What follows belongs to an exercise in optimizing a design on an open flow for small area and a short achievable clock period; a production flow would make more cautious choices.
The RTL was checked by simulation tests, not by an equivalence proof against the original design.

==> v13: inputs <==
## sb64_xunit
module sb64_xunit (
    input  wire        clk,
    input  wire        rst,         
    input  wire        in_valid,
    input  wire [4:0]  in_op,
    input  wire [31:0] in_a,
    input  wire [31:0] in_b,
    input  wire [31:0] in_c,
    input  wire [31:0] in_d,
    input  wire [23:0] in_opnd,
    input  wire        wr_en,
    input  wire [1:0]  wr_sel,      
    input  wire [31:0] wr_data,
    output wire        res1_valid,
    output wire [31:0] res1_data,
    output wire        res2_valid,
    output wire [31:0] res2_data,
    output wire [31:0] mlo,
    output wire [31:0] mhi,
    output wire        mulv_ovf,
    output wire        div_busy,
    output wire        div_valid,
    output wire [31:0] div_res,
    output wire        div_dz,
    output wire        div_ovf
);
export LEC_CHECK = 0
export CAP_MARGIN = 20
export CORE_MARGIN = 2
export CORE_UTILIZATION = 55
export PLACE_DENSITY = 0.62
export SLEW_MARGIN = 20
create_clock -name core_clock -period 40.0 [get_ports {clk}]
standard.sh (not shown) runs the stock make flow with config.mk's settings and CLKGATE_MAP_FILE= SYNTH_SCRIPT=/design/flow/synth_recipe.tcl, a recipe that flattens the netlist after the stock synthesis.
==> flow/flow/run.sh <==
#!/bin/bash
set -euo pipefail
here="$(cd "$(dirname "$0")/.." && pwd)"
cd "$here"
bash standard.sh synth > log_synth.txt 2>&1
export SETUP_SLACK_MARGIN=29.5
export BUFFER_PORTS_ARGS="-buffer_cell sky130_fd_sc_hd__buf_2"
bash standard.sh > log_layout.txt 2>&1
==> v10 (differences from v13) <==
--- a/flow/design.v
+++ b/flow/design.v
@@ -306,83 +306,117 @@
                 9'b1_1001_0110: ckd_tab = 4'd2;
                 9'b1_1001_0111: ckd_tab = 4'd4;
                 9'b1_1001_1000: ckd_tab = 4'd6;
                 9'b1_1001_1001: ckd_tab = 4'd8;
                 default: ckd_tab = 4'd0;
             endcase
         end
     endfunction
-    wire        ckd_ok = ~(|a[31:4]) & (a[3:0] <= 4'd9)
-                       & ~(|b[31:6]) & (b[5] == b[4]) & (b[3:0] <= 4'd9);
+    wire        ckd_ok = ~(|a[31:4]) & ~(a[3] & (a[2] | a[1]))             
+                       & ~(|b[31:6]) & ~(b[5] ^ b[4]) & ~(b[3] & (b[2] | b[1]));   
     wire [31:0] ckd    = ckd_ok ? {28'd0, ckd_tab(opnd[0], a[3:0], b[3:0])} : 32'hFFFFFFFF;
     function [31:0] th(input [6:0] n);         
         integer i;
+        reg [3:0] gh, eh;
+        reg [7:0] gl;
         begin
-            for (i = 0; i < 32; i = i + 1) th[i] = (i < n);
+            gh = {1'b0, n[4] & n[3], n[4], n[4] | n[3]};
+            eh = {n[4] & n[3], n[4] & ~n[3], ~n[4] & n[3], ~n[4] & ~n[3]};
+            gl = {1'b0, n[2] & n[1] & n[0], n[2] & n[1], n[2] & (n[1] | n[0]), n[2],
+                  n[2] | (n[1] & n[0]), n[2] | n[1], n[2] | n[1] | n[0]};
+            for (i = 0; i < 32; i = i + 1)
+                th[i] = gh[i >> 3] | (eh[i >> 3] & gl[i & 7]);
+            if (n[6] | n[5]) th = 32'hFFFFFFFF;
+        end
+    endfunction
+    function [6:0] add56(input [4:0] x, input [5:0] y);    
+        reg [5:0] g, p;
+        reg [6:0] cy;
+        integer i;
+        begin
+            g  = {1'b0, x} & y;
+            p  = {1'b0, x} ^ y;
+            cy[0] = 1'b0;
+            for (i = 0; i < 6; i = i + 1)
+                cy[i+1] = g[i] | (p[i] & cy[i]);
+            add56 = {cy[6], p ^ cy[5:0]};
         end
     endfunction
     wire        e_big = (|c[31:6]) | (c[5] & (|c[4:0]));
     wire [5:0]  e_w   = e_big ? 6'd32 : c[5:0];
     wire        e_nil = (c == 32'd0) | (|b[31:5]);
     wire [31:0] e_thw = e_big ? 32'hFFFFFFFF : th({1'b0, c[5:0]});
     wire [31:0] e_thp = th({2'b00, b[4:0]});
     wire [31:0] e_in  = rev32(~e_thp);                         
     wire [31:0] emask = e_thw & e_in;
     wire [31:0] e_top = e_thw & ~{1'b0, e_thw[31:1]} & e_in;   
     wire        i_big = (|d[31:6]) | (d[5] & (|d[4:0]));
     wire        i_nil = (d == 32'd0) | (|c[31:5]);
-    wire [6:0]  i_s   = {2'b00, c[4:0]} + {1'b0, d[5:0]};       
+    wire [6:0]  i_s   = add56(c[4:0], d[5:0]);                 
     wire [31:0] fmask = (i_big ? 32'hFFFFFFFF : th(i_s)) & ~th({2'b00, c[4:0]});   
     wire [31:0] r_in  = op[3] ? {b[0], b[31:1]} : a;
     wire [4:0]  r_amt = op[3] ? ~c[4:0] : b[4:0];
     wire [63:0] rr    = {r_in, r_in} >> r_amt;
     wire [31:0] rot   = rr[31:0];
     wire [31:0] efld  = e_nil ? 32'd0 : (rot & emask);
     wire [31:0] etop  = rot & e_top;
     wire [3:0]  esg4  = {|etop[31:24], |etop[23:16], |etop[15:8], |etop[7:0]};
     wire [31:0] ins   = i_nil ? a : ((a & ~fmask) | (rot & fmask));
     reg [5:0] clz;
+    reg [7:0] nz, first;
+    reg [1:0] lzn [0:7];
+    reg [1:0] lzs;
+    reg [2:0] nzs;
     integer j;
     always @(*) begin
-        clz = 6'd32;
-        for (j = 0; j < 32; j = j + 1)
-            if (a[j]) clz = 6'd31 - j[5:0];
+        for (j = 0; j < 8; j = j + 1) begin
+            nz[j]  = |a[4*j +: 4];
+            lzn[j] = a[4*j+3] ? 2'd0 : (a[4*j+2] ? 2'd1 : (a[4*j+1] ? 2'd2 : 2'd3));
+        end
+        for (j = 0; j < 8; j = j + 1)
+            first[j] = nz[j] & ~(|(nz >> (j + 1)));
+        lzs = 2'd0;
+        nzs = 3'd0;
+        for (j = 0; j < 8; j = j + 1) begin
+            lzs = lzs | ({2{first[j]}} & lzn[j]);
+            nzs = nzs | ({3{first[j]}} & (3'd7 - j[2:0]));
+        end
+        clz = (|nz) ? {1'b0, nzs, lzs} : 6'd32;
     end
     reg [31:0] bperm;
     reg [3:0]  s;
+    reg [7:0]  byt;
     integer n;
     always @(*) begin
         for (n = 0; n < 4; n = n + 1) begin
-            s = opnd[4*n +: 4];
-            if (s < 4'd4)      bperm[8*n +: 8] = a[8*s[1:0] +: 8];
-            else if (s < 4'd8) bperm[8*n +: 8] = {8{a[8*s[1:0] + 7]}};
-            else               bperm[8*n +: 8] = 8'h00;
+            s   = opnd[4*n +: 4];
+            byt = a[8*s[1:0] +: 8];
+            bperm[8*n +: 8] = s[3] ? 8'h00 : (s[2] ? {8{byt[7]}} : byt);
         end
     end
     wire [31:0] y1 = ({32{o_crc}}   & zlo)
                    | ({32{o_par}}   & {31'd0, ^a})
                    | ({32{o_brev}}  & brev)
                    | ({32{o_ckd}}   & ckd)
                    | ({32{o_extu | o_exts}} & efld)
                    | ({32{o_ins}}   & ins)
                    | ({32{o_clz}}   & {26'd0, clz})
                    | ({32{o_bperm}} & bperm);
     reg  [31:0] s1_y;
-    reg  [3:0]  s1_t, s1_tm;       
+    reg  [3:0]  s1_t;
     reg  [3:0]  s1_sg;              
     reg  [5:0]  s1_w;               
     reg         s1_refl, s1_w16, s1_h, s2_v;
     reg  [31:0] rp_d1, rp_e1;      
     reg  [7:0]  u_d1;
     reg         msbf_d1, w16_d1;
     always @(posedge clk) begin
         s1_y    <= y1;
         s1_t    <= o_crc ? t0[7:4] : 4'd0;
-        s1_tm   <= t0[7:4];
         s1_sg   <= (o_exts & ~e_nil) ? esg4 : 4'd0;
         s1_w    <= e_w;
         s1_refl <= o_crcb & msbf;
         s1_w16  <= w16;
         s1_h    <= o_crch;
         rp_d1   <= rp;
         rp_e1   <= rp;
         u_d1    <= u;
@@ -396,17 +430,17 @@
             res1_valid <= in_valid & (op <= 5'd10) & ~o_crch & ~o_crcw;
             s2_v       <= in_valid & (o_crch | o_crcw);
             res2_valid <= s2_v;
         end
     end
     wire [31:0] c1e  = s1_y ^ foldh(s1_t, rp_e1);
     wire [31:0] fill = {32{|s1_sg}} & ~th({1'b0, s1_w});
     assign res1_data = (s1_refl ? reflw(c1e, s1_w16) : c1e) | fill;
-    wire [31:0] c1   = s1_y ^ foldh(s1_tm, rp_d1);
+    wire [31:0] c1   = c1e;
     wire [31:0] c2 = crc8(c1, u_d1, rp_d1);
     wire [31:0] c3 = crc8(c2, u_d1, rp_d1);
     wire [31:0] c4 = crc8(c3, u_d1, rp_d1);
     wire [31:0] cf = s1_h ? c2 : c4;
     always @(posedge clk)
         res2_data <= msbf_d1 ? reflw(cf, w16_d1) : cf;
 endmodule
 module sb64_mul (
==> summary of the runs <==
v10 finished clean. v13 finished clean. Of v10 and v13, v13 has the higher die area (gap about 2%, measured against v13). Final cell count: v13 is higher than v10 (2.9%). Against v10, the non-clock buffer count of v13 is higher by 40.


==> inputs of build 82 <==
Another version of the RTL of sb64_xunit (not shown whole).
clock: 40.0 ns
lec_check: 0
cap_margin: 20
core_margin: 2
core_utilization: 55
place_density: 0.62
slew_margin: 20
Scripts as last shown in full above: flow/flow/run.sh
==> trial 80 (differences from build 82) <==
--- a/flow/design.v
+++ b/flow/design.v
@@ -95,24 +95,15 @@
     endfunction
     wire [7:0] u = inv8(rp);
     wire o_crcb = (op == 5'd0), o_crch = (op == 5'd1), o_crcw = (op == 5'd2);
     wire o_par  = (op == 5'd3), o_brev = (op == 5'd4), o_ckd  = (op == 5'd5);
     wire o_extu = (op == 5'd6), o_exts = (op == 5'd7), o_ins  = (op == 5'd8);
     wire o_clz  = (op == 5'd9), o_bperm = (op == 5'd10);
     wire o_crc  = o_crcb | o_crch | o_crcw;
-    reg  [31:0] brev;
     integer k;
-    always @(*) begin
-        case (opnd[1:0])
-            2'd0: for (k = 0; k < 32; k = k + 1) brev[k] = a[(k & ~7) + 7 - (k & 7)];
-            2'd1: for (k = 0; k < 32; k = k + 1) brev[k] = a[(k & ~15) + 15 - (k & 15)];
-            2'd2: for (k = 0; k < 32; k = k + 1) brev[k] = a[31 - k];
-            default: brev = a;    
-        endcase
-    end
     reg [31:0] bref;
     always @(*) begin
         for (k = 0; k < 32; k = k + 1)
             bref[k] = msbf ? b[(k & ~7) + 7 - (k & 7)] : b[k];
     end
     wire [31:0] dmask = op[1] ? 32'hFFFFFFFF : (op[0] ? 32'h0000FFFF : 32'h000000FF);
     wire [31:0] cin   = msbf ? reflw(a, w16) : (a & (w16 ? 32'h0000FFFF : 32'hFFFFFFFF));
@@ -378,23 +369,31 @@
         nzs = 3'd0;
         for (j = 0; j < 8; j = j + 1) begin
             lzs = lzs | ({2{first[j]}} & lzn[j]);
             nzs = nzs | ({3{first[j]}} & (3'd7 - j[2:0]));
         end
         clz = (|nz) ? {1'b0, nzs, lzs} : 6'd32;
     end
-    reg [31:0] bperm;
+    reg [31:0] bperm, brev;
     reg [3:0]  s;
+    reg [1:0]  bs;
     reg [7:0]  byt;
     integer n;
     always @(*) begin
         for (n = 0; n < 4; n = n + 1) begin
             s   = opnd[4*n +: 4];
-            byt = a[8*s[1:0] +: 8];
+            case (opnd[1:0])
+                2'd1:    bs = n[1:0] ^ 2'd1;
+                2'd2:    bs = 2'd3 - n[1:0];
+                default: bs = n[1:0];
+            endcase
+            byt = a[8*(op[3] ? s[1:0] : bs) +: 8];
             bperm[8*n +: 8] = s[3] ? 8'h00 : (s[2] ? {8{byt[7]}} : byt);
+            for (k = 0; k < 8; k = k + 1)
+                brev[8*n + k] = (opnd[1:0] == 2'd3) ? byt[k] : byt[7 - k];
         end
     end
     wire [31:0] y1 = ({32{o_crc}}   & zlo)
                    | ({32{o_par}}   & {31'd0, ^a})
                    | ({32{o_brev}}  & brev)
                    | ({32{o_ckd}}   & ckd)
                    | ({32{o_extu | o_exts}} & efld)
@@ -2486,15 +2485,15 @@
     endfunction
     wire [4:0] la = log2f(Q);
     wire [4:0] lb = log2f(B);
     wire [5:0] q  = ((|B) && s_ge) ? ({1'b0, la} - {1'b0, lb} + 6'd1) : 6'd0;
     wire [5:0] q3 = q + 6'd3;
     wire skip = (p > g4);
     wire last = skip ? (p == 6'd4) : (p == 6'd1);
-    assign result = B;
+    assign result = Q;
     always @(posedge clk) begin
         if (rst) begin
             busy <= 1'b0; valid <= 1'b0;
             st1 <= 1'b0; st2 <= 1'b0; loop <= 1'b0; fin <= 1'b0;
         end else begin
             st1   <= start & ~busy;
             st2   <= st1;
@@ -2530,15 +2529,15 @@
             end else begin
                 R <= s_ge ? s_d[31:0] : rs;
                 Q <= {Q[30:0], s_ge};
                 p <= p - 6'd1;
             end
         end
         if (fin)
-            B <= (~k[1] & dz) ? 32'hFFFFFFFF : n_out;
+            Q <= (~k[1] & dz) ? 32'hFFFFFFFF : n_out;
     end
 endmodule
 module sb64_xunit (
     input  wire        clk,
     input  wire        rst,         
     input  wire        in_valid,
     input  wire [4:0]  in_op,
==> trial 96 (differences from build 82) <==
--- a/flow/design.v
+++ b/flow/design.v
@@ -95,39 +95,25 @@
     endfunction
     wire [7:0] u = inv8(rp);
     wire o_crcb = (op == 5'd0), o_crch = (op == 5'd1), o_crcw = (op == 5'd2);
     wire o_par  = (op == 5'd3), o_brev = (op == 5'd4), o_ckd  = (op == 5'd5);
     wire o_extu = (op == 5'd6), o_exts = (op == 5'd7), o_ins  = (op == 5'd8);
     wire o_clz  = (op == 5'd9), o_bperm = (op == 5'd10);
     wire o_crc  = o_crcb | o_crch | o_crcw;
-    reg  [31:0] brev;
     integer k;
-    always @(*) begin
-        case (opnd[1:0])
-            2'd0: for (k = 0; k < 32; k = k + 1) brev[k] = a[(k & ~7) + 7 - (k & 7)];
-            2'd1: for (k = 0; k < 32; k = k + 1) brev[k] = a[(k & ~15) + 15 - (k & 15)];
-            2'd2: for (k = 0; k < 32; k = k + 1) brev[k] = a[31 - k];
-            default: brev = a;    
-        endcase
-    end
     reg [31:0] bref;
     always @(*) begin
         for (k = 0; k < 32; k = k + 1)
             bref[k] = msbf ? b[(k & ~7) + 7 - (k & 7)] : b[k];
     end
     wire [31:0] dmask = op[1] ? 32'hFFFFFFFF : (op[0] ? 32'h0000FFFF : 32'h000000FF);
     wire [31:0] cin   = msbf ? reflw(a, w16) : (a & (w16 ? 32'h0000FFFF : 32'hFFFFFFFF));
     wire [31:0] z     = cin ^ (bref & dmask);
     wire [7:0]  t0    = tbits(u, z[7:0]);
-    wire [31:0] m0    = fold(tbits(u, 8'd1) & 8'h0F, rp);
-    wire [31:0] m1    = fold(tbits(u, 8'd2) & 8'h0F, rp);
-    wire [31:0] m2    = fold(tbits(u, 8'd4) & 8'h0F, rp);
-    wire [31:0] m3    = fold(tbits(u, 8'd8) & 8'h0F, rp);
-    wire [31:0] zlo   = (z >> 8) ^ ({32{z[0]}} & m0) ^ ({32{z[1]}} & m1)
-                                 ^ ({32{z[2]}} & m2) ^ ({32{z[3]}} & m3);
+    wire [31:0] zlo   = (z >> 8) ^ fold({4'd0, t0[3:0]}, rp);
     function [3:0] ckd_tab(input dbl, input [3:0] acc, input [3:0] dg);
         begin
             case ({dbl, acc, dg})
                 9'b0_0000_0001: ckd_tab = 4'd1;
                 9'b0_0000_0010: ckd_tab = 4'd2;
                 9'b0_0000_0011: ckd_tab = 4'd3;
                 9'b0_0000_0100: ckd_tab = 4'd4;
@@ -378,23 +364,31 @@
         nzs = 3'd0;
         for (j = 0; j < 8; j = j + 1) begin
             lzs = lzs | ({2{first[j]}} & lzn[j]);
             nzs = nzs | ({3{first[j]}} & (3'd7 - j[2:0]));
         end
         clz = (|nz) ? {1'b0, nzs, lzs} : 6'd32;
     end
-    reg [31:0] bperm;
+    reg [31:0] bperm, brev;
     reg [3:0]  s;
+    reg [1:0]  bs;
     reg [7:0]  byt;
     integer n;
     always @(*) begin
         for (n = 0; n < 4; n = n + 1) begin
             s   = opnd[4*n +: 4];
-            byt = a[8*s[1:0] +: 8];
+            case (opnd[1:0])
+                2'd1:    bs = n[1:0] ^ 2'd1;
+                2'd2:    bs = 2'd3 - n[1:0];
+                default: bs = n[1:0];
+            endcase
+            byt = a[8*(op[3] ? s[1:0] : bs) +: 8];
             bperm[8*n +: 8] = s[3] ? 8'h00 : (s[2] ? {8{byt[7]}} : byt);
+            for (k = 0; k < 8; k = k + 1)
+                brev[8*n + k] = (opnd[1:0] == 2'd3) ? byt[k] : byt[7 - k];
         end
     end
     wire [31:0] y1 = ({32{o_crc}}   & zlo)
                    | ({32{o_par}}   & {31'd0, ^a})
                    | ({32{o_brev}}  & brev)
                    | ({32{o_ckd}}   & ckd)
                    | ({32{o_extu | o_exts}} & efld)
@@ -2486,15 +2480,15 @@
     endfunction
     wire [4:0] la = log2f(Q);
     wire [4:0] lb = log2f(B);
     wire [5:0] q  = ((|B) && s_ge) ? ({1'b0, la} - {1'b0, lb} + 6'd1) : 6'd0;
     wire [5:0] q3 = q + 6'd3;
     wire skip = (p > g4);
     wire last = skip ? (p == 6'd4) : (p == 6'd1);
-    assign result = B;
+    assign result = Q;
     always @(posedge clk) begin
         if (rst) begin
             busy <= 1'b0; valid <= 1'b0;
             st1 <= 1'b0; st2 <= 1'b0; loop <= 1'b0; fin <= 1'b0;
         end else begin
             st1   <= start & ~busy;
             st2   <= st1;
@@ -2530,15 +2524,15 @@
             end else begin
                 R <= s_ge ? s_d[31:0] : rs;
                 Q <= {Q[30:0], s_ge};
                 p <= p - 6'd1;
             end
         end
         if (fin)
-            B <= (~k[1] & dz) ? 32'hFFFFFFFF : n_out;
+            Q <= (~k[1] & dz) ? 32'hFFFFFFFF : n_out;
     end
 endmodule
 module sb64_xunit (
     input  wire        clk,
     input  wire        rst,         
     input  wire        in_valid,
     input  wire [4:0]  in_op,
==> flow_metrics.py <==
metrics = {
    "floorplanning": {
        "nWellTaps": 1755,
    },
    "outcome": {
        "status": "complete, no violations",
    },
    "synthesis": {
        "synth_commonest_cells": "xnor2_1 (1264), nand2_1 (1253), inv_1 (692), nor2_1 (669), clkbuf_1 (606)",
        "ys_seq_area_frac": 0.165,
    },
    "setup_path": {
        "crit_start": "in_c[3]",
    },
    "detailed_routing": {
        "route.met3.wl_um": 35300,
    },
    "timing": {
        "layout_min_cycle_time_ns": 10.76,
    },
    "finish": {
        "comb.multi_input.count": 6859,
    },
}
-- figures above: trial 96

==> flow_metrics.py <==
metrics = {
    "detailed_routing": {
        "route.met3.wl_um": 42800,
    },
    "timing": {
        "layout_min_cycle_time_ns": 10.91,
    },
    "setup_path": {
        "crit_start": "in_c[0]",
    },
    "synthesis": {
        "ys_seq_area_frac": 0.162,
        "synth_commonest_cells": "nand2_1 (1372), xnor2_1 (1264), inv_1 (676), clkbuf_1 (635), nor2_1 (617)",
    },
    "floorplanning": {
        "nWellTaps": 1768,
    },
    "outcome": {
        "status": "complete, no violations",
    },
}
-- figures above: trial 80

==> flow_metrics.py <==
metrics = {
    "outcome": {
        "status": "complete, no violations",
    },
    "synthesis": {
        "ys_seq_area_frac": 0.160,
        "synth_commonest_cells": "nand2_1 (1283), xnor2_1 (1250), inv_1 (718), clkbuf_1 (646), nor2_1 (609)",
    },
    "timing": {
        "layout_min_cycle_time_ns": 10.61,
    },
    "detailed_routing": {
        "route.met3.wl_um": 39600,
    },
    "floorplanning": {
        "nWellTaps": 1781,
    },
}
-- figures above: build 82

[static timing again, ports no longer ideal]
The results above use ideal ports. As a check the final layouts listed here were re-extracted and re-timed, cells and wires unchanged. Step 1: set_driving_cell puts a clkbuf_16 on clk and a buf_2 on each other input, an assumption about the parent block. Step 2 moves the port delays by t, midway between the first and last clock arrival at a register: inputs arrive t later, outputs are due t later. That takes back most of the time a late clock gives input paths. a / b / c = ideal / step 1 / step 2; a / b = the first two.
run | t, ns | slack for setup (ns) | worst setup path at the end | latest minus earliest clock arrival (ns) | pins driven straight from the clock port
v13 | 0.762 | 29.351 / 29.360 / 28.652 | input to register | 0.035 / 0.035 | 1
v10 | 0.744 | 29.350 / 29.321 / 28.659 | input to register | 0.102 / 0.102 | 1
build 82 | 0.774 | 29.389 / 29.299 / 28.685 | input to register | 0.055 / 0.055 | 1
trial 80 | 0.754 | 29.091 / 29.121 / 28.367 | input to register | 0.061 / 0.061 | 1
trial 96 | 0.742 | 29.236 / 29.234 / 28.516 | input to register | 0.051 / 0.051 | 1
After both steps setup and hold are still met in every run listed. The setup slack of trial 80, which loses most, moves by +0.030 ns with the drivers and by -0.724 ns with both steps.
